What follows belongs to an exercise in optimizing a design on an open flow for small area, a short achievable clock period and few clock cycles; a production flow would make more cautious choices.
In this exercise RTL edits were held to simulation tests only and were not proved equivalent to the original.

## standard.sh

```bash
#!/bin/bash
# synth_recipe.tcl (not shown) runs the flow's synth.tcl, then flattens the netlist and writes it again
# the make line also repeats each setting of config.mk as NAME=value (left out here)
make -C /OpenROAD-flow-scripts/flow DESIGN_CONFIG=/design/flow/config.mk WORK_HOME=/design/flow/orfs CLKGATE_MAP_FILE= SYNTH_SCRIPT=/design/flow/synth_recipe.tcl "${@:-finish}"
```

## constraint.sdc

```tcl
create_clock -name core_clock -period 44.0 [get_ports {clk}]
set_input_delay 8.8000 -clock core_clock [delete_from_list [all_inputs] [get_ports {clk}]]
set_output_delay 8.8000 -clock core_clock [all_outputs]
set_load 0.01 [all_outputs]
```

## flow/knobs.txt

```
SETUP_SLACK_MARGIN=33.8
TNS_END_PERCENT=100
MATCH_CELL_FOOTPRINT=0
BUFFER_PORTS_ARGS=-buffer_cell sky130_fd_sc_hd__buf_1
CTS_BUF_LIST=sky130_fd_sc_hd__clkbuf_8
DONT_USE_CELLS=sky130_fd_sc_hd__probe_p_8 sky130_fd_sc_hd__probec_p_8 sky130_fd_sc_hd__lpflow_bleeder_1 sky130_fd_sc_hd__lpflow_clkbufkapwr_1 sky130_fd_sc_hd__lpflow_clkbufkapwr_16 sky130_fd_sc_hd__lpflow_clkbufkapwr_2 sky130_fd_sc_hd__lpflow_clkbufkapwr_4 sky130_fd_sc_hd__lpflow_clkbufkapwr_8 sky130_fd_sc_hd__lpflow_clkinvkapwr_1 sky130_fd_sc_hd__lpflow_clkinvkapwr_16 sky130_fd_sc_hd__lpflow_clkinvkapwr_2 sky130_fd_sc_hd__lpflow_clkinvkapwr_4 sky130_fd_sc_hd__lpflow_clkinvkapwr_8 sky130_fd_sc_hd__lpflow_decapkapwr_12 sky130_fd_sc_hd__lpflow_decapkapwr_3 sky130_fd_sc_hd__lpflow_decapkapwr_4 sky130_fd_sc_hd__lpflow_decapkapwr_6 sky130_fd_sc_hd__lpflow_decapkapwr_8 sky130_fd_sc_hd__lpflow_inputiso0n_1 sky130_fd_sc_hd__lpflow_inputiso0p_1 sky130_fd_sc_hd__lpflow_inputiso1n_1 sky130_fd_sc_hd__lpflow_inputiso1p_1 sky130_fd_sc_hd__lpflow_inputisolatch_1 sky130_fd_sc_hd__lpflow_isobufsrc_1 sky130_fd_sc_hd__lpflow_isobufsrc_16 sky130_fd_sc_hd__lpflow_isobufsrc_2 sky130_fd_sc_hd__lpflow_isobufsrc_4 sky130_fd_sc_hd__lpflow_isobufsrc_8 sky130_fd_sc_hd__lpflow_isobufsrckapwr_16 sky130_fd_sc_hd__lpflow_lsbuf_lh_hl_isowell_tap_1 sky130_fd_sc_hd__lpflow_lsbuf_lh_hl_isowell_tap_2 sky130_fd_sc_hd__lpflow_lsbuf_lh_hl_isowell_tap_4 sky130_fd_sc_hd__lpflow_lsbuf_lh_isowell_4 sky130_fd_sc_hd__lpflow_lsbuf_lh_isowell_tap_1 sky130_fd_sc_hd__lpflow_lsbuf_lh_isowell_tap_2 sky130_fd_sc_hd__lpflow_lsbuf_lh_isowell_tap_4  sky130_fd_sc_hd__xnor3_1 sky130_fd_sc_hd__xnor3_2 sky130_fd_sc_hd__xnor3_4 sky130_fd_sc_hd__xor3_1 sky130_fd_sc_hd__xor3_2 sky130_fd_sc_hd__xor3_4
```

## config.mk

```make
export PLATFORM = sky130hd
export DESIGN_NAME = cvu
export DESIGN_NICKNAME = cvu
export VERILOG_FILES = /design/flow/design.v
export SDC_FILE = /design/flow/constraint.sdc
export NUM_CORES = 4
export LEC_CHECK = 0
export CAP_MARGIN = 20
export CORE_MARGIN = 2
export CORE_UTILIZATION = 55
export SLEW_MARGIN = 20
export SYNTH_HIERARCHICAL = 1
```

## flow/run.sh

```bash
#!/bin/bash
# Standard ORFS layout (the standard.sh, standard synthesis), with the
# resizer's setup repair asked for extra slack (SETUP_SLACK_MARGIN) so that
# it works on the paths that set the achieved period, and plain buffers on
# the ports.  flow/knobs.txt holds these make variables, one per line.  The
# SDC (clock period, I/O delays) is unchanged.  Each tool's output goes to a
# log file in this folder (make's to flow_make.log, ORFS's own logs under
# orfs/logs).
set -euo pipefail
mapfile -t KNOBS < <(grep -v '^#' flow/knobs.txt | grep -v '^$')
bash standard.sh "${KNOBS[@]}" finish > flow_make.log 2>&1
```

## design.v

```verilog
module cvu (
    input  wire        clk,
    input  wire        rst,             
    input  wire        ctrl_bind,
    input  wire        ctrl_release,
    input  wire        ctrl_snap,
    input  wire [1:0]  cfg_mode,
    input  wire [5:0]  cfg_width_m1,
    input  wire        cfg_refin,
    input  wire        cfg_refout,
    input  wire [63:0] cfg_poly,
    input  wire [63:0] cfg_init,
    input  wire [63:0] cfg_xorout,
    input  wire        clr_res_valid,
    input  wire        clr_res_ovr,
    input  wire        in_valid,
    output wire        in_ready,
    input  wire [63:0] in_data,
    input  wire [2:0]  in_nbytes_m1,    
    input  wire        in_end,          
    input  wire        in_close,        
    input  wire        in_abort,        
    output wire        bound,
    output wire        pending,
    output reg         res_valid,
    output reg         res_ovr,
    output reg         res_invalid,
    output wire [1:0]  status,
    output reg  [63:0] result,
    output reg  [63:0] res_bytes,
    output reg  [31:0] res_units
);
    localparam [1:0] ST_OK        = 2'd0;
    localparam [1:0] ST_BUSY      = 2'd1;
    localparam [1:0] ST_BAD_PARAM = 2'd2;
    reg  [63:0] poly_q;
    reg  [63:0] init_q;
    reg  [63:0] ci_q;         
    reg  [5:0]  wm1_q;
    reg         refin_q;
    reg         refout_q;
    reg  [31:0] g_q;          
    reg  [63:0] crc;          
    reg  [63:0] bak;          
    reg  [63:0] cnt_bytes;    
    reg  [31:0] cnt_units;    
    reg         inv_q;        
    reg         snap_def;     
    reg         in_unit;      
    reg  [63:0] d_q;
    reg  [2:0]  nb_q;
    reg         end_q;
    reg         close_q;
    reg         cap;          
    reg         x_q;          
    reg         bf;
    reg         nbf_o;        
    reg         bound_q, pending_q, su_aq;
    reg  [1:0]  status_q;
    assign bound   = bound_q & nbf_o;
    assign pending = pending_q & nbf_o;
    assign status  = nbf_o ? status_q : ST_BAD_PARAM;
    reg         unb;          
    reg         npend;        
    wire        ub   = unb | bf;               
    wire        bnd  = ~ub;
    wire        pend = ~npend & ~bf;
    reg         ir_q;
    reg  [1:0]  ph;           
    reg         hi_pend;      
    wire        su_a = su_aq & ~bf;    
    reg         su_b;         
    reg  [4:0]  su_cnt;
    reg  [5:0]  b_wm1;
    reg  [63:0] b_poly, b_init;
    reg  [31:0] b_g;
    reg         b_refin, b_refout;
    always @(*) begin
        case (cfg_mode)
            2'd0: begin
                b_wm1 = 6'd31; b_poly = 64'h04C1_1DB7_0000_0000;
                b_init = 64'hFFFF_FFFF_0000_0000;
                b_refin = 1'b1; b_refout = 1'b1; b_g = 32'h826880EF;
            end
            2'd1: begin
                b_wm1 = 6'd31; b_poly = 64'h1EDC_6F41_0000_0000;
                b_init = 64'hFFFF_FFFF_0000_0000;
                b_refin = 1'b1; b_refout = 1'b1; b_g = 32'h8FC8E57B;
            end
            2'd2: begin
                b_wm1 = 6'd63; b_poly = 64'h42F0_E1EB_A9EA_3693;
                b_init = 64'h0;
                b_refin = 1'b0; b_refout = 1'b0; b_g = 32'hABC694E8;
            end
            default: begin
                b_wm1 = cfg_width_m1; b_poly = cfg_poly;
                b_init = 64'h0;     
                b_refin = cfg_refin; b_refout = cfg_refout; b_g = 32'd0;
            end
        endcase
    end
    function [31:0] rev32(input [31:0] x);
        integer k;
        begin
            for (k = 0; k < 32; k = k + 1) rev32[k] = x[31 - k];
        end
    endfunction
    function [63:0] rev64(input [63:0] x);
        integer k;
        begin
            for (k = 0; k < 64; k = k + 1) rev64[k] = x[63 - k];
        end
    endfunction
    wire [63:0] crc_x = crc ^ init_q;
    wire [63:0] crc_r = crc_x >> (~wm1_q);
    wire [63:0] close_crc = ((refout_q ^ su_a) ? rev64(crc_x) : crc_r) ^ ci_q;
    wire setup   = su_a | su_b;
    wire fed_st  = bnd & (~pend | ~in_unit);           
    wire rdy_fed = cap & x_q;
    assign in_ready = ir_q | ~nbf_o;
    wire beat = in_valid & in_ready;
    wire feed = rdy_fed & fed_st;
    wire eng_run  = cap & fed_st & ~setup;
    wire proc_lo  = eng_run & (ph == 2'd0) & (end_q | x_q);    
    wire proc_hie = eng_run & end_q & (ph == 2'd1) & nb_q[2];
    wire proc     = proc_lo | proc_hie | hi_pend;
    wire [31:0] chunk = proc_lo ? d_q[31:0] : d_q[63:32];
    wire [1:0]  mm1   = (proc_lo & nb_q[2]) ? 2'd3 : nb_q[1:0];    
    wire [31:0] dsw   = refin_q ? rev32(chunk)
                                : {chunk[7:0], chunk[15:8], chunk[23:16], chunk[31:24]};
    wire [31:0] a0    = crc[63:32] ^ dsw;
    function [6:0] clm4(input [3:0] a, input [3:0] b);
        integer i;
        begin
            clm4 = 7'd0;
            for (i = 0; i < 4; i = i + 1)
                clm4 = clm4 ^ ({3'd0, a & {4{b[i]}}} << i);
        end
    endfunction
    function [14:0] clm8(input [7:0] a, input [7:0] b);
        reg [6:0] c0, c1, c2;
        begin
            c0 = clm4(a[3:0], b[3:0]);
            c2 = clm4(a[7:4], b[7:4]);
            c1 = clm4(a[3:0] ^ a[7:4], b[3:0] ^ b[7:4]) ^ c0 ^ c2;
            clm8 = {8'd0, c0} ^ ({8'd0, c1} << 4) ^ ({8'd0, c2} << 8);
        end
    endfunction
    function [30:0] clm16(input [15:0] a, input [15:0] b);
        reg [14:0] c0, c1, c2;
        begin
            c0 = clm8(a[7:0], b[7:0]);
            c2 = clm8(a[15:8], b[15:8]);
            c1 = clm8(a[7:0] ^ a[15:8], b[7:0] ^ b[15:8]) ^ c0 ^ c2;
            clm16 = {16'd0, c0} ^ ({16'd0, c1} << 8) ^ ({16'd0, c2} << 16);
        end
    endfunction
    function [62:0] clm32(input [31:0] a, input [31:0] b);
        reg [30:0] c0, c1, c2;
        begin
            c0 = clm16(a[15:0], b[15:0]);
            c2 = clm16(a[31:16], b[31:16]);
            c1 = clm16(a[15:0] ^ a[31:16], b[15:0] ^ b[31:16]) ^ c0 ^ c2;
            clm32 = {32'd0, c0} ^ ({32'd0, c1} << 16) ^ ({32'd0, c2} << 32);
        end
    endfunction
    function [7:0] sh8(input [7:0] a, input [7:0] b);
        integer i;
        begin
            sh8 = 8'd0;
            for (i = 0; i < 8; i = i + 1)
                sh8 = sh8 ^ ((a & {8{b[i]}}) << i);
        end
    endfunction
    function [15:0] sh16(input [15:0] a, input [15:0] b);
        begin
            sh16 = {1'b0, clm8(a[7:0], b[7:0])} ^
                   {sh8(a[7:0], b[15:8]) ^ sh8(a[15:8], b[7:0]), 8'd0};
        end
    endfunction
    function [31:0] sh32(input [31:0] a, input [31:0] b);
        begin
            sh32 = {1'b0, clm16(a[15:0], b[15:0])} ^
                   {sh16(a[15:0], b[31:16]) ^ sh16(a[31:16], b[15:0]), 16'd0};
        end
    endfunction
    reg  [31:0] av;       
    reg  [63:0] shv;      
    always @(*) begin
        case (mm1)
            2'd0: begin av = {24'd0, a0[31:24]}; shv = {crc[55:0], 8'd0};  end
            2'd1: begin av = {16'd0, a0[31:16]}; shv = {crc[47:0], 16'd0}; end
            2'd2: begin av = {8'd0,  a0[31:8]};  shv = {crc[39:0], 24'd0}; end
            default: begin av = a0;              shv = {crc[31:0], 32'd0}; end
        endcase
    end
    wire [31:0] tv  = rev32(sh32(rev32(av), rev32(g_q)));
    wire [63:0] eng = shv ^ {1'b0, clm32(tv, poly_q[31:0])}
                          ^ {sh32(tv, poly_q[63:32]), 32'd0};
    reg         g_new;
    integer     gi;
    always @(*) begin
        g_new = (su_cnt == 5'd0);
        for (gi = 1; gi < 32; gi = gi + 1)
            g_new = g_new ^ (poly_q[64 - gi] & g_q[gi - 1]);
    end
    reg  [63:0] s1_bytes;
    reg  [31:0] s1_units;
    reg         s1_pending, s1_in_unit, s1_iu_fed, s1_snap_def, s1_inv;
    reg         close_now, close_init, aborted;
    reg  [63:0] close_bytes;
    reg  [31:0] close_units;
    reg         close_inv;
    always @(*) begin
        s1_bytes    = cnt_bytes;
        s1_units    = cnt_units;
        s1_pending  = pend;
        s1_snap_def = snap_def;
        s1_inv      = inv_q;
        s1_in_unit  = beat ? ~in_end : in_unit;
        s1_iu_fed   = feed ? ~end_q : in_unit;
        close_now   = 1'b0;
        close_init  = 1'b0;
        aborted     = 1'b0;
        close_bytes = cnt_bytes;
        close_units = cnt_units;
        close_inv   = inv_q;
        if (feed) begin
            s1_pending = 1'b0;
            s1_bytes   = cnt_bytes + {61'd0, nb_q} + 64'd1;
            if (end_q) begin
                s1_units = cnt_units + 32'd1;
                if (close_q || snap_def) close_now = 1'b1;
            end
        end
        if (close_now) begin
            close_bytes = s1_bytes;
            close_units = s1_units;
            close_inv   = s1_inv;
            s1_bytes    = 64'd0;
            s1_units    = 32'd0;
            s1_inv      = 1'b0;
            s1_snap_def = 1'b0;
        end
        if (in_abort) begin
            s1_in_unit = 1'b0;
            s1_iu_fed  = 1'b0;
            if (bnd) begin
                aborted = 1'b1;
                s1_inv  = 1'b1;
                if (s1_snap_def) begin
                    close_now   = 1'b1;
                    close_init  = 1'b1;
                    close_bytes = s1_bytes;
                    close_units = s1_units;
                    close_inv   = s1_inv;
                    s1_bytes    = 64'd0;
                    s1_units    = 32'd0;
                    s1_inv      = 1'b0;
                    s1_snap_def = 1'b0;
                end
            end
        end
        if (ctrl_snap && bnd && !close_now) begin
            if (!s1_pending && s1_iu_fed) begin
                s1_snap_def = 1'b1;
            end else begin
                close_now   = 1'b1;
                close_init  = aborted;
                close_bytes = s1_bytes;
                close_units = s1_units;
                close_inv   = s1_inv;
                s1_bytes    = 64'd0;
                s1_units    = 32'd0;
                s1_inv      = 1'b0;
            end
        end
    end
    wire        sel_ci   = (close_init & ~su_a) | su_b;
    wire        sel_bak  = (ph != 2'd0) & ~rdy_fed;
    wire [63:0] close_val = sel_ci ? ci_q : (sel_bak ? bak : close_crc);
    wire        restart  = close_now | aborted | (ctrl_release & bnd);
    wire        bound_n, pending_n, pu_n, su_a_n, bf_n;
    wire [1:0]  status_n;
    cvu_cmd u_cmd (
        .ctrl_bind(ctrl_bind), .ctrl_release(ctrl_release),
        .cfg_mode(cfg_mode),
        .bnd(bnd), .s1_pending(s1_pending), .s1_in_unit(s1_in_unit),
        .status(status),
        .bound_n(bound_n), .pending_n(pending_n), .status_n(status_n),
        .pu_n(pu_n), .su_a_n(su_a_n)
    );
    cvu_chk u_chk (
        .ctrl_bind(ctrl_bind), .ub(ub),
        .cfg_mode(cfg_mode), .cfg_width_m1(cfg_width_m1),
        .cfg_poly(cfg_poly), .cfg_init(cfg_init), .cfg_xorout(cfg_xorout),
        .bf_n(bf_n)
    );
    wire        setup_nc = (ctrl_bind & ub) | su_a | (su_b & (su_cnt != 5'd31));
    wire [1:0]  ph_nx    = ph + {1'b0, proc & end_q};
    wire        ph_ok    = nb_q[2] ? (ph_nx == 2'd2) : (ph_nx == 2'd1);
    wire        x_n      = ~setup_nc & ~(in_abort | ctrl_snap | ctrl_release) &
                           (cap ? (~end_q | ph_ok) : ~in_end);
    wire        cap_n    = in_valid & ~in_ready;
    always @(posedge clk) begin
        d_q     <= in_data;
        nb_q    <= in_nbytes_m1;
        end_q   <= in_end;
        close_q <= in_close;
        if (rst) begin
            bound_q     <= 1'b0;
            pending_q   <= 1'b0;
            bf          <= 1'b0;
            nbf_o       <= 1'b1;
            unb         <= 1'b1;
            npend       <= 1'b1;
            ir_q        <= 1'b1;
            res_valid   <= 1'b0;
            res_ovr     <= 1'b0;
            res_invalid <= 1'b0;
            status_q    <= ST_OK;
            result      <= 64'd0;
            res_bytes   <= 64'd0;
            res_units   <= 32'd0;
            inv_q       <= 1'b0;
            snap_def    <= 1'b0;
            in_unit     <= 1'b0;
            cap         <= 1'b0;
            x_q         <= 1'b0;
            ph          <= 2'd0;
            hi_pend     <= 1'b0;
            su_aq       <= 1'b0;
            su_b        <= 1'b0;
        end else begin
            bound_q   <= bound_n;
            unb       <= ~bound_n;
            pending_q <= pending_n;
            npend     <= ~pending_n;
            status_q  <= status_n;
            bf        <= bf_n;
            nbf_o     <= ~bf_n;
            ir_q      <= ~bound_n | pu_n | (cap_n & x_n);
            cnt_bytes <= s1_bytes;
            cnt_units <= s1_units;
            snap_def  <= s1_snap_def;
            inv_q     <= s1_inv;
            in_unit   <= s1_in_unit;
            cap     <= cap_n;
            x_q     <= x_n;
            hi_pend <= feed & ~end_q & nb_q[2] & ~aborted & ~ctrl_release;
            if (beat | restart | ~cap)
                ph <= 2'd0;
            else if (proc & end_q)
                ph <= ph + 2'd1;
            if (ph == 2'd0) bak <= close_crc;
            if (su_a)
                crc <= rev64(poly_q);
            else if (su_b) begin
                if (su_cnt == 5'd1) crc <= init_q;
            end else if (close_now | aborted)
                crc <= init_q;
            else if (proc)
                crc <= eng;
            su_aq <= su_a_n;
            if (ctrl_release)
                su_b <= 1'b0;
            else if (su_a)
                su_b <= 1'b1;
            else if (su_b && su_cnt == 5'd31)
                su_b <= 1'b0;
            if (su_a) begin
                ci_q   <= close_crc;
                poly_q <= rev64(crc_r);
                su_cnt <= 5'd0;
            end else if (su_b) begin
                if (su_cnt == 5'd0) begin
                    poly_q <= rev64(crc_r);
                    init_q <= poly_q;
                end
                g_q    <= {g_q[30:0], g_new};
                su_cnt <= su_cnt + 5'd1;
            end
            if (ctrl_release & bnd) begin
                snap_def <= 1'b0;
                inv_q    <= 1'b0;
            end
            if (ub) begin
                wm1_q     <= b_wm1;
                refin_q   <= b_refin;
                refout_q  <= b_refout;
                poly_q    <= b_poly;
                init_q    <= b_init;
                g_q       <= b_g;
                ci_q      <= (cfg_mode == 2'd3) ? cfg_xorout : 64'd0;
                crc       <= (cfg_mode == 2'd3) ? rev64(cfg_init) : b_init;
                cnt_bytes <= 64'd0;
                cnt_units <= 32'd0;
            end
            if (clr_res_valid) res_valid <= 1'b0;
            if (clr_res_ovr)   res_ovr   <= 1'b0;
            if (close_now) begin
                result      <= close_val;
                res_bytes   <= close_bytes;
                res_units   <= close_units;
                res_invalid <= close_inv;
                res_valid   <= 1'b1;
                if (res_valid && !clr_res_valid) res_ovr <= 1'b1;
            end
        end
    end
endmodule
module cvu_cmd (
    input  wire        ctrl_bind,
    input  wire        ctrl_release,
    input  wire [1:0]  cfg_mode,
    input  wire        bnd,           
    input  wire        s1_pending,    
    input  wire        s1_in_unit,    
    input  wire [1:0]  status,
    output reg         bound_n,
    output reg         pending_n,
    output reg  [1:0]  status_n,
    output wire        pu_n,          
    output wire        su_a_n         
);
    localparam [1:0] ST_OK        = 2'd0;
    localparam [1:0] ST_BUSY      = 2'd1;
    localparam [1:0] ST_BAD_PARAM = 2'd2;
    always @(*) begin
        bound_n   = bnd;
        pending_n = s1_pending;
        status_n  = status;
        if (ctrl_bind) begin
            if (bnd) status_n = ST_BUSY;
            else begin
                status_n  = ST_OK;
                bound_n   = 1'b1;
                pending_n = 1'b1;
            end
        end else if (ctrl_release) begin
            if (bnd) begin
                status_n  = ST_OK;
                bound_n   = 1'b0;
                pending_n = 1'b0;
            end else begin
                status_n  = ST_BAD_PARAM;
            end
        end
    end
    assign pu_n   = pending_n & s1_in_unit;
    assign su_a_n = ctrl_bind & ~bnd & (cfg_mode == 2'd3);
endmodule
module cvu_chk (
    input  wire        ctrl_bind,
    input  wire        ub,            
    input  wire [1:0]  cfg_mode,
    input  wire [5:0]  cfg_width_m1,
    input  wire [63:0] cfg_poly,
    input  wire [63:0] cfg_init,
    input  wire [63:0] cfg_xorout,
    output wire        bf_n
);
    reg  [63:0] above_w;
    integer     ai;
    always @(*) begin
        for (ai = 0; ai < 64; ai = ai + 1) above_w[ai] = (cfg_width_m1 < ai);
    end
    wire hi_bits = |((cfg_poly | cfg_init | cfg_xorout) & above_w);
    wire bad     = (cfg_mode == 2'd3) && ((cfg_width_m1 < 6'd7) || hi_bits);
    assign bf_n  = ctrl_bind & ub & bad;
endmodule
```

==> flow_summary.json, run 1 <==
{
  "critical_path_depth": 2,
  "rr_startpoint": "su_aq$_SDFF_PP0_",
  "yosys-top-cells-area": "edfxtp_1, xnor2_1, dfxtp_1",
  "synthArstFlopShare_pct": 0,
  "relSlewSlack_pct": 13.1,
  "synth_area_per_cell_sq_um": 8.01,
  "cts_buffers": 108,
  "yosysTopAreaCell": "edfxtp_1",
  "synth_edf_count": 461,
  "final_nets": 8430,
  "nFillCells": 10400,
  "initial_core_util_pct": 55.3,
  "status": "timing/DRC/antenna clean",
  "fin_area_sq_um": 69900,
  "routed_wl_microns": 302000,
  "num_vias": 64100,
  "r2r_end": "crc[31]$_DFFE_PP_",
  "layout_min_cycle_time_ns": 10.25,
  "tritoncts": "built",
  "dpl.hpwl_microns": 222000,
  "setup_viol": 0,
  "cts_root_buf": "clkbuf_8",
  "layout.cells.non_filler": 9748,
  "fp.dieArea_sq_um": 117000,
  "portBuffers": 447,
  "synth_ff_type": "edfxtp_1",
  "place_area_sq_um": 66600,
  "overflow": 0,
  "yosysTopAreaCellShare_pct": 22.0,
  "drc": 0,
  "clock-skew-final_ns": 0.0364,
  "dr.first_iter.drc_count": 10500,
  "dr.pass1.iters": 8,
  "finalHoldViolCount": 0,
  "drv_slew": 0,
  "pin_count": 448,
  "core_sq_um": 114000,
  "cp.arrival_ns": 1.45,
  "cp_num_buf_inv": 1,
  "die_width_microns": 343,
  "ys_ff_latch": 712,
  "viasPerCell": 6.57,
  "synth_cells": 7872,
  "hold_buffers": 0,
  "clkSinkCount": 712,
  "rsz0062_at_grt": "yes",
  "worst-slew-pin-transition_ns": 1.29,
  "rows": 124,
  "grt_max_degree": 163,
  "syn2layout_area_growth_pct": 10.8,
  "max_stage_delay_ns": 0.41,
  "slowest_stage": "dfxtp_4",
  "die-height_microns": 343,
  "crit_family": "flip-flops",
  "worstSetupPathType": "flop to output port",
  "hp-class": "flop to flop",
  "grt_pass1_vias": 58400,
  "yosysMostFrequentCell": "xnor2_1",
  "clkLatencyLatePin_ns": 0.79,
  "drive_gt1_share_pct": 8.44,
  "final.setup.tns_ns": 0,
  "whs_ns": 0.458,
  "multiInputGateArea_sq_um": 42400,
  "synth.cell_area_sq_um": 63000,
  "ff2ff_setup_slack_ns": 34.15,
  "avgRoutedWirePerCell_microns": 31.0,
  "antenna_found_initial": 28,
  "clk_pin_slew_ns": 0.07,
  "path_cells": "and2_4 > buf_6",
  "place_congestion": 1.09,
  "reg2reg_depth": 27,
  "crit_end": "status[0]",
  "worst-path-max-fanout": 6,
  "crit_path_start": "nbf_o$_SDFF_PP1_",
  "met1_length_microns": 109000,
  "cp.required_ns": 35.20,
  "ys_seq_area_share_pct": 29.9,
  "wl_met3_microns": 45400,
  "grt_use_total_pct": 49.1,
  "regArea_sq_um": 18900,
  "clock_path_buffers": 3,
  "grt_pass1_wl_microns": 418000,
  "drv_cap": 0,
  "synth.distinct_cells": 103,
  "max_freq_ghz": 0.0975,
  "dr_wl_met2_microns": 121000,
  "ant_nets": 0,
  "min_period_over_period_pct": 23.3,
  "yosys-top-cells-count": "xnor2_1, nand2_1, nor2_1",
  "critPathCaptureType": "output port",
  "yosysWarnings": 9,
  "dp.cells": 9485,
  "synth_fp_nets": 8169,
  "start_kind": "flop",
  "top_layer": "met5",
  "cts.htree.levels": 3
}
-- layout make-up --
| cell class | instances | area share (%) |
|---|---|---|
| Tap cell | 1512 | 2.71 |
| Antenna cell | 16 | 0.0573 |
| Clock buffer | 125 | 2.46 |
| Clock inverter | 72 | 0.707 |
| Multi-Input combinational cell | 6475 | 60.7 |
| Timing Repair Buffer | 693 | 5.52 |
| Sequential cell | 712 | 27.0 |
| Timing Repair inverter | 1 | 0.0107 |
| Inverter | 142 | 0.772 |
-- state kept, by name (all words and copies together) (netlist names), 6 cells and up --
| signal | count |
|---|---|
| bak | 64 |
| ci_q | 64 |
| cnt_bytes | 64 |
| crc | 64 |
| d_q | 64 |
| init_q | 64 |
| poly_q | 64 |
| res_bytes | 64 |
| result | 64 |
| cnt_units | 32 |
| g_q | 32 |
| res_units | 32 |
| wm1_q | 6 |
-- worst reg2reg max path, delay by kind of cell (launching register included) --
family	cells	cell delay (ns)
flops	1	0.72
xor+xnor	13	3.79
buf+inv	4	1.37
simple gates	4	1.22
compound gates	6	2.48
-- per-module statistics from Yosys (local to each module, per instance) --
module   flip-flops and latches  cell area, sq um
cvu                         712             61800
cvu_chk                       0              1180
cvu_cmd                       0              88.8
-- through the flow --
stage	setup WS (ns)	utilization (%)
final	33.75	61.3
after global routing	33.70	61.2
after CTS	33.70	60.8
after detailed placement	32.04	58.4
after global placement	32.08	58.4
after floorplan	32.78	-
-- worst min path at each step --
stage | start | end | slack (ns) | cells after the start
global route | result[55]$_SDFFE_PP0N_ | result[55]$_SDFFE_PP0N_ | 0.48 | 2
global placement | result[57]$_SDFFE_PP0N_ | result[57]$_SDFFE_PP0N_ | 0.44 | 2
floorplan | ph[1]$_SDFFE_PP0P_ | ph[1]$_SDFFE_PP0P_ | 0.46 | 2
CTS | result[50]$_SDFFE_PP0N_ | result[50]$_SDFFE_PP0N_ | 0.46 | 2
detailed placement | result[50]$_SDFFE_PP0N_ | result[50]$_SDFFE_PP0N_ | 0.45 | 2
finish | result[50]$_SDFFE_PP0N_ | result[50]$_SDFFE_PP0N_ | 0.46 | 2
-- per-layer routing --
metal | global-route usage, % | up-vias
li1 | - | 27400
met5 | 0.481 | -
met2 | 68.7 | 5182
met1 | 63.1 | 30200
met4 | 34.4 | 20
met3 | 17.0 | 1231
-- kinds of logic (layout without fill, tap and decap cells) --
kind of cell,Yosys count,after routing,share of synthesized area [%]
buf+inv,690,1033,4.28
other cells,0,16,0
fa+ha+maj,17,17,0.349
simple gates,2744,2748,18.5
compound gates,1587,1588,16.3
mux,203,203,3.67
xor+xnor,1919,1919,27.0
flops,712,712,29.9
-- layout by cell type (no fill, tap or decap), types with 47 or more instances in the layout --
| cell type | n |
|---|---|
| nand2_1 | 1215 |
| edfxtp_1 | 461 |
| o21ai_0 | 371 |
| mux2i_1 | 154 |
| o211ai_1 | 182 |
| o21ai_1 | 83 |
| a21oi_1 | 277 |
| nor3_1 | 92 |
| nand2b_1 | 52 |
| xnor2_1 | 1456 |
| nor2b_1 | 59 |
| a22oi_1 | 47 |
| nor2_1 | 929 |
| nand3_1 | 120 |
| buf_4 | 213 |
| xor2_1 | 422 |
| a211oi_1 | 220 |
| clkbuf_8 | 126 |
| inv_1 | 172 |
| and2_1 | 62 |
| dfxtp_1 | 246 |
| buf_1 | 404 |
-- timing repair --
| item | 4_1_cts | 5_1_grt |
|---|---|---|
| gates resized for setup | 105 | 66 |
| endpoints found under the setup margin | 670 | 416 |
| setup buffers | 14 | 20 |
| gates cloned | 10 | 6 |
| pin swaps | 7 | 26 |
| hold endpoints to repair | 0 | 0 |
Testbench counts, summed over its fixed seeds: cycles 141,870.
==> run 2: changes to the inputs <==
--- a/flow/knobs.txt
+++ b/flow/knobs.txt
@@ -1,4 +1,4 @@
-SETUP_SLACK_MARGIN=33.8
+SETUP_SLACK_MARGIN=34.0
 TNS_END_PERCENT=100
 MATCH_CELL_FOOTPRINT=0
 BUFFER_PORTS_ARGS=-buffer_cell sky130_fd_sc_hd__buf_1
--- a/config.mk
+++ b/config.mk
@@ -7,6 +7,6 @@
 export LEC_CHECK = 0
 export CAP_MARGIN = 20
 export CORE_MARGIN = 2
-export CORE_UTILIZATION = 55
+export CORE_UTILIZATION = 50
 export SLEW_MARGIN = 20
 export SYNTH_HIERARCHICAL = 1
==> run 2 against run 1 <==
  * Still clean on timing, DRC and antenna
  * Area after synthesis stayed put
  * Cell area is 4.1% higher
  * Non-clock buffer count is 65 higher
==> flow_summary.json, run 2 <==
{
  "final.setup.tns_ns": 0,
  "synth-compound-area-share_pct": 16.3,
  "dp.cells": 9634,
  "portBuffers": 447,
  "yosys-top-cells-area": "edfxtp_1, xnor2_1, dfxtp_1",
  "clock_path_buffers": 3,
  "drc": 0,
  "rsz0062_at_grt": "yes",
  "drv_cap": 0,
  "synth.cell_area_sq_um": 63000,
  "max_stage_delay_ns": 0.42,
  "rr_startpoint": "bf$_SDFF_PP0_",
  "synthArstFlopShare_pct": 0,
  "synth_cells": 7872,
  "layout.cells.non_filler": 9994,
  "routed_wl_microns": 328000,
  "clkSinkCount": 712,
  "fin_ws_ns": 33.64,
  "drv_slew": 0,
  "wl_met3_microns": 51400,
  "slowest_stage": "dfxtp_4",
  "antenna_found_initial": 28,
  "initial_core_util_pct": 50.3,
  "hold_buffers": 0,
  "yosysMostFrequentCell": "xnor2_1",
  "grt_use_total_pct": 48.3,
  "cts_root_buf": "clkbuf_8",
  "yosysTopAreaCellShare_pct": 22.0,
  "tritoncts": "built",
  "rows": 130,
  "clkLatencyLatePin_ns": 0.89,
  "syn2layout_area_growth_pct": 15.3,
  "overflow": 0,
  "grt_pass1_wl_microns": 448000,
  "reg2reg_depth": 28,
  "synth_fp_nets": 8169,
  "synth_edf_count": 461,
  "die-height_microns": 359,
  "ys_ff_latch": 712,
  "cts.htree.levels": 4,
  "final_nets": 8519,
  "synth_top_family_by_area": "XOR/XNOR gates",
  "grt_max_degree": 167,
  "status": "timing/DRC/antenna clean",
  "dr_wl_met2_microns": 129000,
  "cts_buffers": 131,
  "max_freq_ghz": 0.0965,
  "synth.mux.area_fraction_pct": 3.67,
  "avgRoutedWirePerCell_microns": 32.8,
  "worst-path-max-fanout": 6,
  "core_sq_um": 125000,
  "synth.distinct_cells": 103,
  "hold_path_depth": 2,
  "min_period_over_period_pct": 23.5,
  "met1_length_microns": 120000,
  "synthSimpleGateAreaFrac_pct": 18.5,
  "drive_gt1_share_pct": 13.7,
  "synth-xor-area-share_pct": 27.0,
  "synth_area_per_cell_sq_um": 8.01,
  "die_width_microns": 359,
  "pin_count": 448,
  "place_ws_ns": 32.37,
  "clock-skew-final_ns": 0.0599,
  "hp-start": "result[53]$_SDFFE_PP0N_",
  "path_cells": "and2_4 > buf_6",
  "fp.dieArea_sq_um": 129000,
  "num_vias": 65500,
  "finalHoldViolCount": 0,
  "synthAdderAreaFrac_pct": 0.349,
  "cp.required_ns": 35.20,
  "yosysWarnings": 9,
  "hp-class": "flop to flop",
  "final_cell_mix": "xnor2_1, nand2_1, nor2_1, edfxtp_1, xor2_1",
  "ant_nets": 0,
  "yosys-top-cells-count": "xnor2_1, nand2_1, nor2_1",
  "dr.first_iter.drc_count": 11400,
  "crit_path_start": "nbf_o$_SDFF_PP1_",
  "yosysTopAreaCell": "edfxtp_1",
  "cp.arrival_ns": 1.56,
  "relSlewSlack_pct": 9.04,
  "dr.pass1.iters": 9,
  "dpl.hpwl_microns": 240000,
  "start_kind": "flop",
  "layout_commonest_cell": "xnor2_1",
  "ys_seq_area_share_pct": 29.9,
  "top_layer": "met5",
  "grt_pass1_vias": 59100,
  "viasPerCell": 6.55,
  "worstSetupPathType": "flop to output port",
  "layout_min_cycle_time_ns": 10.36,
  "clk_pin_slew_ns": 0.06,
  "setup_viol": 0,
  "worst-slew-pin-transition_ns": 1.35,
  "synth_ff_type": "edfxtp_1",
  "place_congestion": 1.06,
  "critPathCaptureType": "output port"
}
run 2: path summary, 6_finish.rpt:
kind                             endpoint  slack (ns)
setup / recovery                  pending       33.64
hold / removal    result[53]$_SDFFE_PP0N_        0.46
setup reg to reg        crc[31]$_DFFE_PP_       34.05
hold reg to reg   result[53]$_SDFFE_PP0N_        0.46
run 2: metal layers:
metal / up-vias / global-route usage (%)
li1: 27600 / -
met1: 31100 / 61.9
met2: 5445 / 66.5
met3: 1239 / 19.2
met4: 18 / 32.5
met5: - / 0.148
run 2: per-stage QoR:
stage | utilization, % | area [sq um] | hold WS (ns)
3_5_place_dp | 53.3 | 66800 | 0.449
2_1_floorplan | - | 63600 | 0.460
5_1_grt | 57.9 | 72700 | 0.483
3_3_place_gp | 53.3 | 66800 | 0.446
6_report | 58.0 | 72700 | 0.461
4_1_cts | 57.2 | 71700 | 0.462
run 2: worst max-delay path, delay by kind of cell (launching register included):
family | cells | cell delay [ns]
buf+inv | 1 | 0.10
flops | 1 | 0.42
simple gates | 1 | 0.18
run 2: Yosys stat by module, one instance, submodules excluded:
module / cells / flip-flops and latches / times used / area (sq um)
cvu_cmd: 12 / 0 / 1 / 88.8
cvu_chk: 192 / 0 / 1 / 1180
cvu: 7668 / 712 / 1 / 61800
run 2: timing repair:
item                                    4_1_cts  5_1_grt
hold endpoints to repair                      0        0
resized for setup                           808      124
endpoints found under the setup margin      819      576
gates cloned                                  7       10
setup buffers                                36       52
pin swaps                                    10       29
run 2: final cells by class:
class                      instances  area, sq um
timing repair buffer             758         5660
antenna                           17         42.5
tap                             1650         2060
clock inverter                    88          557
sequential                       712        19100
fill                           11600        52700
clock buffer                     150         2060
multi-input combinational       6476        42600
inverter                         142          539
timing repair inverter             1         7.51
run 2: logic make-up (layout without fill, tap and decap cells):
logic type,after synthesis,in the layout
flops,712,712
mux,203,203
other cells,0,17
compound gates,1587,1587
buf+inv,690,1139
xor+xnor,1919,1919
fa+ha+maj,17,17
simple gates,2744,2750
==> run 3: changes to the inputs <==
--- a/design.v
+++ b/design.v
@@ -68,6 +68,7 @@
     reg         ir_q;
     reg  [1:0]  ph;           
     reg         hi_pend;      
+    reg         clean;        
     wire        su_a = su_aq & ~bf;    
     reg         su_b;         
     reg  [4:0]  su_cnt;
@@ -279,7 +280,8 @@
     wire        sel_ci   = (close_init & ~su_a) | su_b;
     wire        sel_bak  = (ph != 2'd0) & ~rdy_fed;
     wire [63:0] close_val = sel_ci ? ci_q : (sel_bak ? bak : close_crc);
-    wire        restart  = close_now | aborted | (ctrl_release & bnd);
+    wire        reinit   = close_now | aborted;
+    wire        restart  = (reinit & ~clean) | (ctrl_release & bnd);
     wire        bound_n, pending_n, pu_n, su_a_n, bf_n;
     wire [1:0]  status_n;
     cvu_cmd u_cmd (
@@ -299,7 +301,7 @@
     wire        setup_nc = (ctrl_bind & ub) | su_a | (su_b & (su_cnt != 5'd31));
     wire [1:0]  ph_nx    = ph + {1'b0, proc & end_q};
     wire        ph_ok    = nb_q[2] ? (ph_nx == 2'd2) : (ph_nx == 2'd1);
-    wire        x_n      = ~setup_nc & ~(in_abort | ctrl_snap | ctrl_release) &
+    wire        x_n      = ~setup_nc & ~restart &
                            (cap ? (~end_q | ph_ok) : ~in_end);
     wire        cap_n    = in_valid & ~in_ready;
     always @(posedge clk) begin
@@ -348,16 +350,18 @@
             cap     <= cap_n;
             x_q     <= x_n;
             hi_pend <= feed & ~end_q & nb_q[2] & ~aborted & ~ctrl_release;
-            if (beat | restart | ~cap)
+            if (feed | restart | ~cap)
                 ph <= 2'd0;
             else if (proc & end_q)
                 ph <= ph + 2'd1;
             if (ph == 2'd0) bak <= close_crc;
+            if (reinit)    clean <= 1'b1;
+            else if (feed) clean <= 1'b0;
             if (su_a)
                 crc <= rev64(poly_q);
             else if (su_b) begin
                 if (su_cnt == 5'd1) crc <= init_q;
-            end else if (close_now | aborted)
+            end else if (reinit & (~clean | feed))
                 crc <= init_q;
             else if (proc)
                 crc <= eng;
@@ -395,6 +399,7 @@
                 crc       <= (cfg_mode == 2'd3) ? rev64(cfg_init) : b_init;
                 cnt_bytes <= 64'd0;
                 cnt_units <= 32'd0;
+                clean     <= 1'b1;
             end
             if (clr_res_valid) res_valid <= 1'b0;
             if (clr_res_ovr)   res_ovr   <= 1'b0;
--- a/flow/knobs.txt
+++ b/flow/knobs.txt
@@ -1,4 +1,4 @@
-SETUP_SLACK_MARGIN=34.0
+SETUP_SLACK_MARGIN=33.8
 TNS_END_PERCENT=100
 MATCH_CELL_FOOTPRINT=0
 BUFFER_PORTS_ARGS=-buffer_cell sky130_fd_sc_hd__buf_1
--- a/config.mk
+++ b/config.mk
@@ -7,6 +7,6 @@
 export LEC_CHECK = 0
 export CAP_MARGIN = 20
 export CORE_MARGIN = 2
-export CORE_UTILIZATION = 50
+export CORE_UTILIZATION = 55
 export SLEW_MARGIN = 20
 export SYNTH_HIERARCHICAL = 1
==> run 3 against run 2 <==
  * Area after synthesis increased by 1.4%
  * Via count rose by 1.7%
  * Fmax increased by 0.20%
  * Cell area is 3.0% lower
  * Non-clock buffer count fell by 93
  * Sequential share of layout area increased by 0.64 points
  * Synthesized cell count is 1.8% higher
  * Core utilization grew 3.0 points
  * Clock skew grew 0.026 ns
  * Critical path type unchanged
  * Largest cell class unchanged
  * Highest routed layer unchanged
==> flow_summary.json, run 3 <==
{
  "yosysMostFrequentCell": "xnor2_1",
  "final_nets": 8550,
  "cp.required_ns": 35.20,
  "antenna_found_initial": 21,
  "synth_ff_type": "edfxtp_1",
  "yosys-top-cells-area": "edfxtp_1, xnor2_1, dfxtp_1",
  "clock_path_buffers": 3,
  "finalHoldViolCount": 0,
  "critical_path_depth": 2,
  "synth_cells": 8013,
  "routed_wl_microns": 319000,
  "synth_edf_count": 462,
  "clkSinkCount": 713,
  "synth.cell_area_sq_um": 63900,
  "pin_count": 448,
  "start_kind": "flop",
  "multiInputGateArea_sq_um": 42700,
  "synthArstFlopShare_pct": 0,
  "die-height_microns": 345,
  "clk_pin_slew_ns": 0.07,
  "place_area_sq_um": 67100,
  "synth.distinct_cells": 119,
  "ys_seq_area_share_pct": 29.6,
  "rsz0062_at_grt": "yes",
  "ant_nets": 0,
  "grt_max_degree": 97,
  "synth_area_per_cell_sq_um": 7.97,
  "cts_root_buf": "clkbuf_8",
  "setup_viol": 0,
  "dr.pass1.iters": 12,
  "avgRoutedWirePerCell_microns": 32.2,
  "initial_core_util_pct": 55.2,
  "yosys-top-cells-count": "xnor2_1, nand2_1, nor2_1",
  "layout_commonest_cell": "xnor2_1",
  "tritoncts": "built",
  "viasPerCell": 6.73,
  "fp.dieArea_sq_um": 119000,
  "place_ws_ns": 31.53,
  "clock-skew-final_ns": 0.0862,
  "clkLatencyLatePin_ns": 0.91,
  "regArea_sq_um": 19000,
  "cp.arrival_ns": 1.54,
  "fin_ws_ns": 33.66,
  "ys_ff_latch": 713,
  "dpl.hpwl_microns": 236000,
  "drv_cap": 0,
  "status": "timing/DRC/antenna clean",
  "reg2reg_depth": 23,
  "crit_family": "flip-flops",
  "worstSetupPathType": "flop to output port",
  "overflow": 0,
  "cts.htree.levels": 3,
  "whs_ns": 0.454,
  "place_congestion": 1.10,
  "cts_buffers": 119,
  "layout_min_cycle_time_ns": 10.34,
  "yosysTopAreaCell": "edfxtp_1",
  "min_period_over_period_pct": 23.5,
  "max_stage_delay_ns": 0.40,
  "grt_pass1_wl_microns": 438000,
  "final.setup.tns_ns": 0,
  "final_cell_mix": "xnor2_1, nand2_1, nor2_1, o21ai_0, edfxtp_1",
  "fin_area_sq_um": 70500,
  "max_freq_ghz": 0.0967,
  "num_vias": 66600,
  "slowest_stage": "dfxtp_4",
  "grt_use_total_pct": 51.4,
  "worst-path-max-fanout": 5,
  "worst-slew-pin-transition_ns": 1.31,
  "cp_num_buf_inv": 1,
  "rows": 125,
  "portBuffers": 447,
  "dr.first_iter.drc_count": 11800,
  "synth_fp_nets": 8310,
  "yosysTopAreaCellShare_pct": 21.7,
  "drc": 0,
  "syn2layout_area_growth_pct": 10.4,
  "hold_buffers": 0,
  "grt_pass1_vias": 60100,
  "drv_slew": 0,
  "core_sq_um": 116000,
  "die_width_microns": 345,
  "nFillCells": 10600,
  "drive_gt1_share_pct": 9.70,
  "hp-class": "flop to flop",
  "path_cells": "and2_4 > buf_6",
  "relSlewSlack_pct": 12.1,
  "yosysWarnings": 9,
  "critPathCaptureType": "output port",
  "hold_path_depth": 2
}
-- run 3: cell types whose count changed after synthesis, moves of 24 or more --
cell	change
xor2_1	+24
o211ai_1	-41
nor3_1	+37
and3_1	+28
a211oi_1	-39
a222oi_1	+24
o21ai_0	+91
-- run 3: final cells by class --
class,count,area share [%]
diodes,20,0.0710
flip-flops and latches,713,27.0
clock inverters,91,0.839
well taps,1524,2.70
repair inverters,2,0.0177
multi-input cells,6622,60.5
clock buffers,134,2.62
inverters,130,0.701
repair buffers,665,5.56
-- run 3: worst register-to-register path: cells and delay by family, from the launching register on --
kind / cells / cell delay, ns
compound gates: 5 / 1.21
flops: 1 / 0.47
xor+xnor: 8 / 3.32
simple gates: 9 / 4.46
buf+inv: 1 / 0.22
-- run 3: layer usage --
metal | vias up | share of wire [%] | track usage, %
met5 | - | 0.15 | 1.04
met4 | 28 | 9.4 | 37.2
met3 | 1569 | 17 | 24.3
met2 | 5991 | 38 | 68.4
met1 | 31000 | 35 | 64.1
li1 | 28000 | - | -
-- run 3: per-module statistics from Yosys (local to each module, per instance) --
module / times used / cells inside
cvu_chk: 1 / 188
cvu: 1 / 7813
cvu_cmd: 1 / 12
-- run 3: timing repair --
action                                  in CTS  in global routing
buffers inserted                             5                  6
pin swaps                                    2                  3
endpoints found under the setup margin     546                259
gates cloned                                 7                  2
resized for setup                          306                115
-- run 3: kinds of logic (layout without fill, tap and decap cells) --
family | after synthesis | in the layout | share of synthesized area, %
and+or+nand+nor | 2818 | 2819 | 18.9
xor gates and xnor gates | 1911 | 1911 | 26.3
AOI/OAI and AO/OA | 1663 | 1665 | 16.9
DFF | 713 | 713 | 29.6
buffers and inverters | 681 | 1022 | 4.36
muxes | 210 | 210 | 3.61
adders and majority gates | 17 | 17 | 0.345
other | 0 | 20 | 0
-- run 3: through the flow --
step           cells  utilization, %
2_1_floorplan   8013               -
5_1_grt         9885            60.9
6_report        9901            60.9
3_3_place_gp    9636            58.0
4_1_cts         9873            60.6
3_5_place_dp    9636            58.0
-- run 3: final timing paths --
check                                              from                       to  slack, ns
worst max-delay path                   nbf_o$_SDFF_PP1_                status[0]      33.66
worst min-delay path            result[36]$_SDFFE_PP0N_  result[36]$_SDFFE_PP0N_       0.45
worst max register to register            bf$_SDFF_PP0_        crc[31]$_DFFE_PP_      33.96
worst min register to register  result[36]$_SDFFE_PP0N_  result[36]$_SDFFE_PP0N_       0.45
Testbench counts of run 3, summed over its fixed seeds: cycles 141,870.
==> run 4: changes to the inputs <==
--- a/flow/knobs.txt
+++ b/flow/knobs.txt
@@ -1,4 +1,4 @@
-SETUP_SLACK_MARGIN=33.8
+SETUP_SLACK_MARGIN=33.7
 TNS_END_PERCENT=100
 MATCH_CELL_FOOTPRINT=0
 BUFFER_PORTS_ARGS=-buffer_cell sky130_fd_sc_hd__buf_1
--- a/config.mk
+++ b/config.mk
@@ -7,6 +7,6 @@
 export LEC_CHECK = 0
 export CAP_MARGIN = 20
 export CORE_MARGIN = 2
-export CORE_UTILIZATION = 55
+export CORE_UTILIZATION = 45
 export SLEW_MARGIN = 20
 export SYNTH_HIERARCHICAL = 1
==> run 4 against run 3 <==
  * Worst hold slack worse by 0.00062 ns
  * Routed wire length up 2.1%
  * Die area up 22%
  * Still clean
  * Via count down 2.4%
  * Flip-flop and latch count unchanged
  * Critical path depth up 8
  * Synthesized cell count unchanged
  * Clock-buffer cell count up 8
==> flow_summary.json, run 4 <==
{
  "status": "timing/DRC/antenna clean",
  "cts_buffers": 120,
  "grt_use_total_pct": 42.8,
  "yosysWarnings": 9,
  "path_cells": "buf_1 > nor3_1 > a21oi_1 > a211oi_1 > o2111a_1 > a41o_1 > a41o_1 > a21oi_2 > nor2b_1 > inv_1",
  "synth_fp_nets": 8310,
  "grt_pass1_wl_microns": 447000,
  "nFillCells": 14000,
  "clk_pin_slew_ns": 0.06,
  "ant_nets": 0,
  "final_nets": 8583,
  "cp.required_ns": 44.79,
  "synth_edf_count": 462,
  "synth.cell_area_sq_um": 63900,
  "core_sq_um": 141000,
  "drv_cap": 0,
  "viasPerCell": 6.31,
  "antenna_found_initial": 23,
  "multiInputGateArea_sq_um": 42700,
  "hold_buffers": 0,
  "dr.first_iter.drc_count": 11000,
  "drc": 0,
  "clkLatencyLatePin_ns": 0.89,
  "die_width_microns": 381,
  "tritoncts": "built",
  "die-height_microns": 381,
  "grt_pass1_vias": 58300,
  "syn2layout_area_growth_pct": 10.8,
  "avgRoutedWirePerCell_microns": 31.7,
  "regArea_sq_um": 18900,
  "cts.htree.levels": 3,
  "yosysMostFrequentCell": "xnor2_1",
  "grt_max_degree": 115,
  "clock_path_buffers": 3,
  "worst-path-max-fanout": 2,
  "max_freq_ghz": 0.0964,
  "start_kind": "input pin",
  "whs_ns": 0.453,
  "cp.arrival_ns": 11.17,
  "worst-slew-pin-transition_ns": 1.33,
  "initial_core_util_pct": 45.2,
  "hp-class": "flop to flop",
  "drv_slew": 0,
  "yosysTopAreaCell": "edfxtp_1",
  "place_congestion": 1.08,
  "synth_area_per_cell_sq_um": 7.97,
  "rsz0062_at_grt": "yes",
  "layout_commonest_cell": "xnor2_1",
  "synth.distinct_cells": 119,
  "clock-skew-final_ns": 0.0594,
  "final.setup.tns_ns": 0,
  "setup_viol": 0,
  "finalHoldViolCount": 0,
  "routed_wl_microns": 326000,
  "ys_seq_area_share_pct": 29.6,
  "yosys-top-cells-count": "xnor2_1, nand2_1, nor2_1",
  "synthArstFlopShare_pct": 0,
  "ys_ff_latch": 713,
  "cts_root_buf": "clkbuf_8",
  "rows": 138,
  "num_vias": 65000,
  "drive_gt1_share_pct": 8.17,
  "yosysTopAreaCellShare_pct": 21.7,
  "dr.pass1.iters": 10,
  "fp.dieArea_sq_um": 145000,
  "yosys-top-cells-area": "edfxtp_1, xnor2_1, dfxtp_1",
  "overflow": 0,
  "relSlewSlack_pct": 10.7,
  "max_stage_delay_ns": 0.67,
  "min_period_over_period_pct": 23.6,
  "dpl.hpwl_microns": 244000,
  "layout_min_cycle_time_ns": 10.38,
  "critPathCaptureType": "flop",
  "crit_top_cell": "a41o_1",
  "worstSetupPathType": "input pin to flop",
  "portBuffers": 447,
  "slowest_stage": "buf_1",
  "final_cell_mix": "xnor2_1, nand2_1, nor2_1, o21ai_0, edfxtp_1",
  "pin_count": 448,
  "synth_cells": 8013,
  "synth_ff_type": "edfxtp_1",
  "clkSinkCount": 713
}
run 4: cell counts after synthesis:
Identical to the previous run, type by type.
run 4: area by class of cell:
cell class | instances | area share (%)
multi-input cells | 6625 | 60.3
flip-flops and latches | 713 | 26.7
repair buffers | 695 | 5.21
well taps | 1890 | 3.34
clock buffers | 142 | 2.76
clock inverters | 87 | 0.908
inverters | 130 | 0.698
diodes | 8 | 0.0283
repair inverters | 1 | 0.00707
run 4: stage by stage:
step	instances	util, %	area (sq um)	setup WS (ns)
after floorplan	8013	-	64100	32.82
after global placement	10000	48.0	67800	32.14
after detailed placement	10000	48.0	67800	32.11
after CTS	10300	50.0	70600	33.54
after global routing	10300	50.1	70800	33.56
final	10300	50.1	70800	33.62
run 4: path summary, 6_finish.rpt:
path,startpoint,endpoint,slack [ns],depth (start not counted)
worst max-delay path,cfg_init[3],nbf_o$_SDFF_PP1_,33.62,10
worst min-delay path,result[59]$_SDFFE_PP0N_,result[59]$_SDFFE_PP0N_,0.45,2
worst max register to register,bf$_SDFF_PP0_,crc[34]$_DFFE_PP_,33.75,22
worst min register to register,result[59]$_SDFFE_PP0N_,result[59]$_SDFFE_PP0N_,0.45,2
run 4: metal layers:
layer  vias up  global-route usage [%]  wire [microns]
li1      28000                       -               -
met5         -                       0              89
met3      1139                    14.9           46700
met2      4963                    59.6          130000
met1     30900                    55.8          123000
met4        14                    27.8           26600
run 4: logic make-up (layout without fill, tap and decap cells):
| group | Yosys count | after routing | synth area share [%] |
|---|---|---|---|
| AO/OA/AOI/OAI | 1663 | 1666 | 16.9 |
| XOR/XNOR | 1911 | 1911 | 26.3 |
| other | 0 | 8 | 0 |
| buffers and inverters | 681 | 1055 | 4.36 |
| adder cells (fa/ha/maj) | 17 | 17 | 0.345 |
| flip-flops | 713 | 713 | 29.6 |
| multiplexers | 210 | 210 | 3.61 |
| AND/OR/NAND/NOR | 2818 | 2821 | 18.9 |
run 4: per-module statistics from Yosys, one instance, submodules excluded:
| module | flip-flops and latches | cells inside | times used |
|---|---|---|---|
| cvu_chk | 0 | 188 | 1 |
| cvu_cmd | 0 | 12 | 1 |
| cvu | 713 | 7813 | 1 |
run 4: critical path: cells and delay by family:
| family | cells | cell delay, ns |
|---|---|---|
| AOI/OAI and AO/OA | 6 | 1.25 |
| buffers and inverters | 2 | 0.72 |
| and+or+nand+nor | 2 | 0.38 |
run 4: timing repair:
item / CTS / global route
pin swaps: 2 / 2
gates resized for setup: 75 / 26
setup endpoints to repair: 224 / 343
setup buffers: 4 / 0
cloned: 3 / 5
==> run 5: changes to the inputs <==
--- a/design.v
+++ b/design.v
@@ -47,7 +47,7 @@
     reg         inv_q;        
     reg         snap_def;     
     reg         in_unit;      
-    reg  [63:0] d_q;
+    reg  [31:0] d_q;          
     reg  [2:0]  nb_q;
     reg         end_q;
     reg         close_q;
@@ -125,7 +125,7 @@
     wire proc_lo  = eng_run & (ph == 2'd0) & (end_q | x_q);    
     wire proc_hie = eng_run & end_q & (ph == 2'd1) & nb_q[2];
     wire proc     = proc_lo | proc_hie | hi_pend;
-    wire [31:0] chunk = proc_lo ? d_q[31:0] : d_q[63:32];
+    wire [31:0] chunk = d_q;
     wire [1:0]  mm1   = (proc_lo & nb_q[2]) ? 2'd3 : nb_q[1:0];    
     wire [31:0] dsw   = refin_q ? rev32(chunk)
                                 : {chunk[7:0], chunk[15:8], chunk[23:16], chunk[31:24]};
@@ -304,8 +304,12 @@
     wire        x_n      = ~setup_nc & ~restart &
                            (cap ? (~end_q | ph_ok) : ~in_end);
     wire        cap_n    = in_valid & ~in_ready;
+    wire        hi_pend_n = feed & ~end_q & nb_q[2] & ~aborted & ~ctrl_release;
+    wire [1:0]  ph_n      = (feed | restart | ~cap) ? 2'd0 :
+                            (proc & end_q) ? ph + 2'd1 : ph;
+    wire        sel_hi    = hi_pend_n | ((ph_n == 2'd1) & end_q & nb_q[2]);
     always @(posedge clk) begin
-        d_q     <= in_data;
+        d_q     <= sel_hi ? in_data[63:32] : in_data[31:0];
         nb_q    <= in_nbytes_m1;
         end_q   <= in_end;
         close_q <= in_close;
@@ -349,11 +353,8 @@
             in_unit   <= s1_in_unit;
             cap     <= cap_n;
             x_q     <= x_n;
-            hi_pend <= feed & ~end_q & nb_q[2] & ~aborted & ~ctrl_release;
-            if (feed | restart | ~cap)
-                ph <= 2'd0;
-            else if (proc & end_q)
-                ph <= ph + 2'd1;
+            hi_pend <= hi_pend_n;
+            ph      <= ph_n;
             if (ph == 2'd0) bak <= close_crc;
             if (reinit)    clean <= 1'b1;
             else if (feed) clean <= 1'b0;
--- a/flow/knobs.txt
+++ b/flow/knobs.txt
@@ -1,4 +1,4 @@
-SETUP_SLACK_MARGIN=33.7
+SETUP_SLACK_MARGIN=33.8
 TNS_END_PERCENT=100
 MATCH_CELL_FOOTPRINT=0
 BUFFER_PORTS_ARGS=-buffer_cell sky130_fd_sc_hd__buf_1
--- a/config.mk
+++ b/config.mk
@@ -7,6 +7,6 @@
 export LEC_CHECK = 0
 export CAP_MARGIN = 20
 export CORE_MARGIN = 2
-export CORE_UTILIZATION = 45
+export CORE_UTILIZATION = 55
 export SLEW_MARGIN = 20
 export SYNTH_HIERARCHICAL = 1
==> run 5 against run 4 <==
  * Still clean
  * Synthesized cell count fell by 1.9%
  * Cell area fell by 1.5%
  * Final cell count fell by 5.5%
  * Global-route usage rose by 8.3 points
  * Clock-buffer cell count fell by 9
  * Via count fell by 0.12%
  * Routed wire length fell by 4.9%
  * Flip-flop and latch count fell by 32
  * Setup slack improved by 0.036 ns
==> flow_summary.json, run 5 <==
{
  "tritoncts": "built",
  "routed_wl_microns": 310000,
  "die-height_microns": 342,
  "hp-class": "flop to flop",
  "clock-skew-final_ns": 0.0686,
  "synth_fp_nets": 8158,
  "relSlewSlack_pct": 8.45,
  "ys_ff_latch": 681,
  "cts_root_buf": "clkbuf_8",
  "status": "timing/DRC/antenna clean",
  "final.setup.tns_ns": 0,
  "cts.htree.levels": 3,
  "drv_cap": 0,
  "synthArstFlopShare_pct": 0,
  "grt_pass1_wl_microns": 429000,
  "yosys-top-cells-count": "xnor2_1, nand2_1, nor2_1",
  "dpl.hpwl_microns": 229000,
  "layout_min_cycle_time_ns": 10.34,
  "grt_pass1_vias": 58400,
  "yosysMostFrequentCell": "xnor2_1",
  "viasPerCell": 6.67,
  "yosysTopAreaCellShare_pct": 22.1,
  "synth.distinct_cells": 113,
  "top_usage_layer": "met2",
  "setup_viol": 0,
  "die_width_microns": 342,
  "core_sq_um": 113000,
  "initial_core_util_pct": 55.6,
  "layout_commonest_cell": "xnor2_1",
  "drv_slew": 0,
  "syn2layout_area_growth_pct": 11.2,
  "cts_buffers": 116,
  "dr.pass1.iters": 8,
  "nFillCells": 10200,
  "synth_area_per_cell_sq_um": 7.97,
  "clkLatencyLatePin_ns": 0.85,
  "pin_count": 448,
  "synth_cells": 7861,
  "fp.dieArea_sq_um": 117000,
  "num_vias": 64900,
  "final_nets": 8407,
  "synth_edf_count": 462,
  "use_met2_pct": 69.1,
  "worstSetupPathType": "flop to output port",
  "clock_path_buffers": 3,
  "avgRoutedWirePerCell_microns": 31.9,
  "yosysWarnings": 9,
  "whs_ns": 0.455,
  "yosysTopAreaCell": "edfxtp_1",
  "rsz0062_at_grt": "yes",
  "regArea_sq_um": 18300,
  "reg2reg_depth": 23,
  "worst-slew-pin-transition_ns": 1.36,
  "start_kind": "flop",
  "multiInputGateArea_sq_um": 42500,
  "worst-path-max-fanout": 5,
  "clk_pin_slew_ns": 0.07,
  "cp.arrival_ns": 1.54,
  "ant_nets": 0,
  "use_met1_pct": 65.1,
  "final_cell_mix": "xnor2_1, nand2_1, nor2_1, edfxtp_1, xor2_1",
  "dr.first_iter.drc_count": 11500,
  "hold_path_depth": 2,
  "max_freq_ghz": 0.0967,
  "critPathCaptureType": "output port",
  "synth_ff_type": "edfxtp_1",
  "cp.required_ns": 35.20,
  "grt_use_total_pct": 51.1,
  "finalHoldViolCount": 0,
  "met3_usage_pct": 22.8,
  "overflow": 0,
  "ys_seq_area_share_pct": 29.1,
  "portBuffers": 447,
  "clkSinkCount": 681,
  "synth.cell_area_sq_um": 62700,
  "antenna_found_initial": 23,
  "drive_gt1_share_pct": 10.2,
  "place_congestion": 1.13,
  "min_period_over_period_pct": 23.5,
  "rows": 123,
  "drc": 0,
  "yosys-top-cells-area": "edfxtp_1, xnor2_1, nand2_1",
  "grt_max_degree": 97,
  "hold_buffers": 0
}
[run 5: changes by cell type after synthesis, sizes merged, moves of 23 or more]
cell,change
nor3,+23
dfxtp,-32
nand2,+88
xnor2,+25
mux2,+46
o21ai,-115
or3,-33
o221ai,+31
mux2i,-44
[run 5: kinds of logic after synthesis]
logic type / share of synthesized area [%]
fa+ha+maj: 0.351
buf+inv: 4.38
flops: 29.1
compound gates: 16.0
xor+xnor: 27.4
simple gates: 18.8
mux: 3.93
[run 5: cell type report]
class	count	area share, %
diodes	16	0.0574
clock buffers	133	2.63
clock inverters	85	1.02
inverters	150	0.817
multi-input cells	6492	61.0
flip-flops and latches	681	26.3
well taps	1500	2.69
repair buffers	669	5.52
[run 5: path summary, 6_finish.rpt]
path / start / slack (ns) / endpoint
worst min register to register: result[58]$_SDFFE_PP0N_ / 0.45 / result[58]$_SDFFE_PP0N_
worst min-delay path: result[58]$_SDFFE_PP0N_ / 0.45 / result[58]$_SDFFE_PP0N_
worst max-delay path: nbf_o$_SDFF_PP1_ / 33.66 / in_ready
worst max register to register: bf$_SDFF_PP0_ / 33.96 / crc[32]$_DFFE_PP_
[run 5: modules after synthesis, one instance, submodules excluded]
module	cells	cell area, sq um	flip-flops and latches
cvu_chk	189	1120	0
cvu_cmd	12	88.8	0
cvu	7660	61500	681
[run 5: critical path, stage by stage, from the launching register on]
cell and delay, ns:
dfxtp_4 0.40, nand2b_1 0.12, buf_4 0.18
[run 5: what timing repair did]
action / in CTS / in global routing
setup endpoints to repair: 557 / 124
buffers inserted: 16 / 2
gates resized for setup: 151 / 136
cloned: 13 / 0
pin swaps: 8 / 9
[run 5: per-layer routing]
layer / share of wire [%] / wire length (microns)
met5: 0.020 / 61
met4: 8.6 / 26600
met3: 18 / 54500
met2: 39 / 119000
met1: 35 / 109000
[run 5: metrics by stage]
step	worst slack (ns)	utilization [%]	instance area [sq um]	instances
after floorplan	32.64	-	63200	7861
after global placement	32.10	58.6	66100	9460
after detailed placement	32.04	58.6	66100	9460
after CTS	33.67	61.4	69300	9707
after global routing	33.63	61.8	69700	9714
final	33.66	61.8	69700	9726
Testbench counts of run 5, summed over its fixed seeds: cycles 141,870.

## separate check: timing with driven ports
No port has a modelled driver above. Below, the same layouts with a new extraction and two added sets of constraints. Step 1: set_driving_cell puts a clkbuf_16 on clk and a buf_2 on each other input, an assumption about the parent block. Step 2, shift: input delay + t, output delay - t, t = (earliest + latest rising clock arrival at the registers) / 2. This alone moves slack from input paths to output paths. Three values: ideal, step 1, step 2; two values: the first two.
run	t, ns	setup WS [ns]	worst setup path at the end	pins driven straight from the clock port
run 1	0.833	33.748 / 33.682 / 32.925	input to register	1
run 2	0.936	33.640 / 33.557 / 32.994	input to register	1
run 3	0.945	33.662 / 33.584 / 32.813	input to register	1
run 4	0.942	33.621 / 33.567 / 32.722	input to register	1
run 5	0.896	33.657 / 33.579 / 32.857	input to register	1
After both steps setup and hold are still met in every run listed. The setup slack of run 4, which loses most, moves by -0.054 ns with the drivers and by -0.899 ns with both steps.
